This design comes from an exercise in tuning for small area and a short achievable clock period on the open sky130 flow, not from production work.
No functional check of the RTL was part of any run shown here.
Power is estimated from default activity; no workload was simulated.

==> flow/design.v (outline; a module is shown in full before it is edited, if it fits) <==
// module le_fpu_rshift: 16 lines
// module le_fpu_norm: 35 lines
// module le_fpu_inc24: 114 lines
// module le_fpu_add31: 245 lines
// module le_fpu_add8: 52 lines
// module le_fpu_add31l: 315 lines
// module le_fpu_add26: 192 lines
// module le_fpu_add22: 156 lines
// module le_fpu_ac: 7 lines
// module le_fpu_pci: 11 lines
// module le_fpu_pcn: 11 lines
// module le_fpu_gci: 8 lines
// module le_fpu_gcn: 8 lines
// module le_fpu_inv: 6 lines
// module le_fpu_mul: 1231 lines
// module le_fpu_fa: 4 lines
// module le_fpu_ha: 4 lines
// module le_fpu_bpp: 3 lines
// module le_fpu: 302 lines
module le_fpu (
    input  wire        clk,
    input  wire        rst,         
    input  wire        in_valid,
    input  wire [31:0] in_insn,
    input  wire [31:0] in_a,        
    input  wire [31:0] in_b,        
    output reg         out_valid,
    output reg         out_fault,   
    output reg         out_wen,     
    output reg  [4:0]  out_rd,
    output reg  [31:0] out_data
);
  // ...
==> flow/flow/run.sh <==
#!/bin/bash
set -euo pipefail
export SETUP_SLACK_MARGIN=${SETUP_SLACK_MARGIN:-7}
export BUFFER_PORTS_ARGS="-buffer_cell sky130_fd_sc_hd__buf_2"
bash standard.sh > run.log 2>&1
==> flow/standard.sh <==
#!/bin/bash
# synth_recipe.tcl (not shown) runs the flow's synth.tcl, then flattens the netlist and writes it again
# the make line also repeats each setting of config.mk as NAME=value (left out here)
make -C /OpenROAD-flow-scripts/flow DESIGN_CONFIG=/design/flow/config.mk WORK_HOME=/design/flow/orfs CLKGATE_MAP_FILE= SYNTH_SCRIPT=/design/flow/synth_recipe.tcl "${@:-finish}"
==> flow/config.mk <==
export PLATFORM = sky130hd
export DESIGN_NAME = le_fpu
export DESIGN_NICKNAME = le_fpu
export VERILOG_FILES = /design/flow/design.v
export SDC_FILE = /design/flow/constraint.sdc
export NUM_CORES = 4
export LEC_CHECK = 0
export CAP_MARGIN = 20
export CORE_MARGIN = 2
export CORE_UTILIZATION = 45
export SLEW_MARGIN = 20
export SYNTH_HIERARCHICAL = 1
export SYNTH_MINIMUM_KEEP_SIZE = 0
==> flow/constraint.sdc <==
create_clock -name core_clock -period 16.0 [get_ports {clk}]
set_input_delay 3.2000 -clock core_clock [delete_from_list [all_inputs] [get_ports {clk}]]
set_output_delay 3.2000 -clock core_clock [all_outputs]
set_load 0.01 [all_outputs]
==> metrics.md, run 1 <==
| Metric | Value |
|---|---|
| Status | finished clean |
| Largest net degree at the start of global routing | 62 |
| Avg WL per Cell | 25.87 um |
| DR WL met3 | 12.75 mm |
| Metal-1 WL | 47.72 mm |
| Max Cap Viol | 0 |
| Top Usage Layer GRT | met2 |
| Area of the multi-input gates | 29130 um2 |
| Clock net power | 0.207 mW |
| Nets | 4264 |
| Count of multi-input gates | 3033 |
| Number of diodes | 1 |
| Worst Setup End Kind | flip-flop |
| Post-DP HPWL | 80.15 mm |
| Crit path max fanout | 18 |
| Overall routing resource usage | 0.3206 |
| Worst slew margin | 0.1812 |
| Initial antenna violation count | 5 |
| Post-CTS resize count | 162 |
| Ports | 139 |
| Final WL | 119.8 mm |
| Synth warn | 9 |
| Worst hold margin | 2.940 ns |
| Final setup viols | 0 |
| Cell depth of the worst setup path | 32 |
| Biggest regs | r_val (32), r_mc (26), r_exp (10) |
| CTS sink count | 84 |
| CP top delay family | compound AO/OA/AOI/OAI gates |
| Worst-Margin Slew | 1.228 ns |
| Core footprint | 68830 um2 |
| Area delta synth->final | 15.22% |
| Tap Cells | 931 |
| CP startpoint kind | input pin |
| Layout clock buffers | 9 |
| CP startpoint | in_a[7] |
| Fillers | 6328 |
| Drt via density | 6.338 |
| Post-CTS Hold Buffers | 0 |
| GP Congestion | 0.9290 |
| Starting Density | 0.4568 |
| Slowest CP cell | or4_4 |
==> inputs of run 2 (changes only) <==
==> flow/flow/run.sh (replaced) <==
#!/bin/bash
set -euo pipefail
export SETUP_SLACK_MARGIN=${SETUP_SLACK_MARGIN:-7.5}
export BUFFER_PORTS_ARGS="-buffer_cell sky130_fd_sc_hd__buf_2"
bash standard.sh > run.log 2>&1
==> metrics.md, run 2 <==
| Metric | Value |
|---|---|
| Status | finished clean |
| Core footprint | 68830 um2 (unchanged) |
| First-pass GRT wire length | 179.7 mm |
| # port buffers | 133 |
| Max Root-Sink Buffers | 2 |
| Switching component of the power | 3.013 mW |
| Critical path class | input pin to flip-flop |
| Worst Path Buf+Inv | 8 |
| Worst slew margin | 0.2798 (+0.09867) |
| Initial antenna violation count | 4 (-1) |
| CTS tree | built |
| Fmax | 113.8 MHz |
| Worst slack, placed | 4.152 ns |
| Layout cells sized above 1 | 0.3201 |
| Area delta synth->final | 17.46% |
| Vias in the first global route | 28600 |
| Nets | 4250 (-0.33%) |
| Commonest non-fill, non-tap cell in the layout | xnor2_1 |
| Overall routing resource usage | 0.3284 (+0.007744) |
| Fin crit share | 0.5494 |
| Tot Pwr | 5.649 mW |
| Arr. time, crit path | 8.99 ns |
| Final Hold Viols | 0 |
| Cell mode on critical path | o21ai_4 |
| Most frequent cells in the layout | 405 x xnor2_1, 278 x a22oi_2, 267 x fa_1, 258 x nand2_1, 186 x inv_1 |
| Fin cells | 4618 |
| Worst-Margin Slew | 1.080 ns (-0.1478 ns) |
| Starting Density | 0.4568 (unchanged) |
| CTS H-tree lvls | 3 |
| Final setup viols | 0 (unchanged) |
| Antenna viol nets, final | 0 |
| Mean Syn Cell Area | 8.959 um2 |
| DRC errors left | 0 |
| Chip width | 268.3 um |
| Final WS setup | 7.210 ns |
| Combinational share of power | 0.887 |
| Critical path's largest stage delay | 0.57 ns |
| Worst hold endpoint | r_rd[2] |
| Max Cap Viol | 0 (unchanged) |
| TritonCTS Buffers | 9 |
| Die area | 71990 um2 |
| Worst vdd rail ir drop | 0.2161 mV |
| CTS sink count | 84 (unchanged) |
| Tmin final | 8.790 ns |
| Area of the mapped netlist | 31440 um2 |
| Lkg Pwr | 14.04 nW |
| Hold crit path type | input pin to flip-flop |
| Min-Delay Path Depth | 1 |
| 1st-pass router iterations | 6 |
| Cell Int Power | 2.636 mW |
| CP startpoint kind | input pin |
| Crit path max fanout | 15 (-3) |
| Reg power frac | 0.075 |
| Synth warn | 9 (unchanged) |
| Placed Cells incl. Taps | 4478 |
| Syn Inst Count | 3509 |
| Switch share | 0.5334 |
| Slowest CP cell | or4_4 |
| Cell Rows | 96 |
| Avg WL per Cell | 26.21 um (+1.3%) |
| Initial DRC count | 3207 |
| Grt ovf | 0 |
| Largest net degree at the start of global routing | 62 (unchanged) |
| Worst Hold Launch | in_insn[23] |
| DR vias | 29500 |
| Biggest regs | r_val (32), r_mc (26), r_exp (10) |
| Worst Setup End Kind | flip-flop |
| Largest register FFs | 32 |
| Clk network pwr share | 0.038 |
| Post-DP HPWL | 79.79 mm (-0.46%) |
| Max-slew violations | 0 |
| CP top delay family | simple AND/OR/NAND/NOR gates |
| Fillers | 6262 (-1.0%) |
| GP Congestion | 0.9075 (-2.3%) |
| Placed inst area | 32940 um2 |
| Required time of the critical path | 16.20 ns |
| Pwr dens | 153.0 nW/um2 |
| Final WL | 121.0 mm (+1.0%) |
| Cell area after layout | 36930 um2 |
| Reg clk slew, reported paths | 0.07 ns |
| Drt via density | 6.388 (+0.80%) |
| Root Buffer Master | clkbuf_16 |
| Chip height | 268.3 um |
| Post-Route Setup TNS | 0 ns |
| Final Core Density | 0.5365 |
| Worst hold margin | 2.952 ns (+0.01213 ns) |
| Ports | 139 (unchanged) |
| Unrepaired setup endpoints after global routing | true |
| Largest reg by FF count | r_val |
-- run 2: layer usage --
layer  track usage  part of all wire  wire length (um)  up-vias
met5             0           0.00030                36        -
met4        0.1425             0.051              6224        6
met3       0.06799              0.10             12590      352
met2        0.5172              0.44             53660     1733
met1        0.4348              0.40             48520    14570
li1              -                 -                 -    12850
-- run 2: what timing repair did --
| action | CTS | global route |
|---|---|---|
| setup endpoints to repair | 63 | 62 |
| buffers inserted | 71 | 41 |
| pin swaps | 77 | 50 |
| hold buffers | 0 | 0 |
| cloned | 9 | 2 |
| gates resized for setup | 376 | 149 |
-- run 2: area by class of cell --
class / instances / area, um2 / share of cell area
multi-input cells: 3032 / 29620 / 0.8022
repair buffers: 340 / 3246 / 0.08789
flip-flops and latches: 84 / 1738 / 0.04706
well taps: 931 / 1165 / 0.03155
inverters: 214 / 845.8 / 0.02291
clock buffers: 9 / 225.2 / 0.006099
clock inverters: 7 / 83.83 / 0.002270
diodes: 1 / 2.502 / 0.00006777
-- run 2: how the worst max path moves through the flow --
| stage | from | endpoint | slack [ns] | depth (start not counted) |
|---|---|---|---|---|
| final | in_b[10] | r_val[6] | 7.21 | 32 |
| after global placement | in_b[15] | r_val[27] | 4.28 | 30 |
| after global routing | in_a[12] | r_val[4] | 7.05 | 32 |
| after floorplan | in_b[0] | r_val[13] | 7.47 | 29 |
| after CTS | in_a[11] | r_val[6] | 7.28 | 32 |
| after detailed placement | in_b[15] | r_val[4] | 4.15 | 31 |
-- run 2: power groups by stage --
stage	Sequential [mW]	Combinational [mW]	Clock [mW]
finish	0.423	5.01	0.213
global route	0.426	5.41	0.225
CTS	0.413	4.76	0.216
detailed placement	0.407	4.55	0
global placement	0.407	4.54	0
floorplan	0.342	4.00	0

[static timing again, ports no longer ideal]
In the flow no input, the clock included, has a driving cell. The finished layouts below were timed again as built, in two steps. Step 1, drivers: a clkbuf_16 drives clk and a buf_2 each remaining input, both assumed. Step 2 moves the port delays by t, midway between the first and last clock arrival at a register: inputs arrive t later, outputs are due t later. That takes back most of the time a late clock gives input paths. Three values: ideal, step 1, step 2; two values: the first two.
| run | shift t [ns] | slack for setup (ns) | worst setup path after step 2 |
|---|---|---|---|
| run 1 | 0.395 | 6.944 / 6.912 / 6.517 | input to register |
| run 2 | 0.379 | 7.210 / 7.169 / 6.790 | input to register |
After both steps setup and hold are still met in every run listed. For run 1, which loses most, drivers alone change the setup slack by -0.032 ns; drivers and shift together by -0.427 ns.
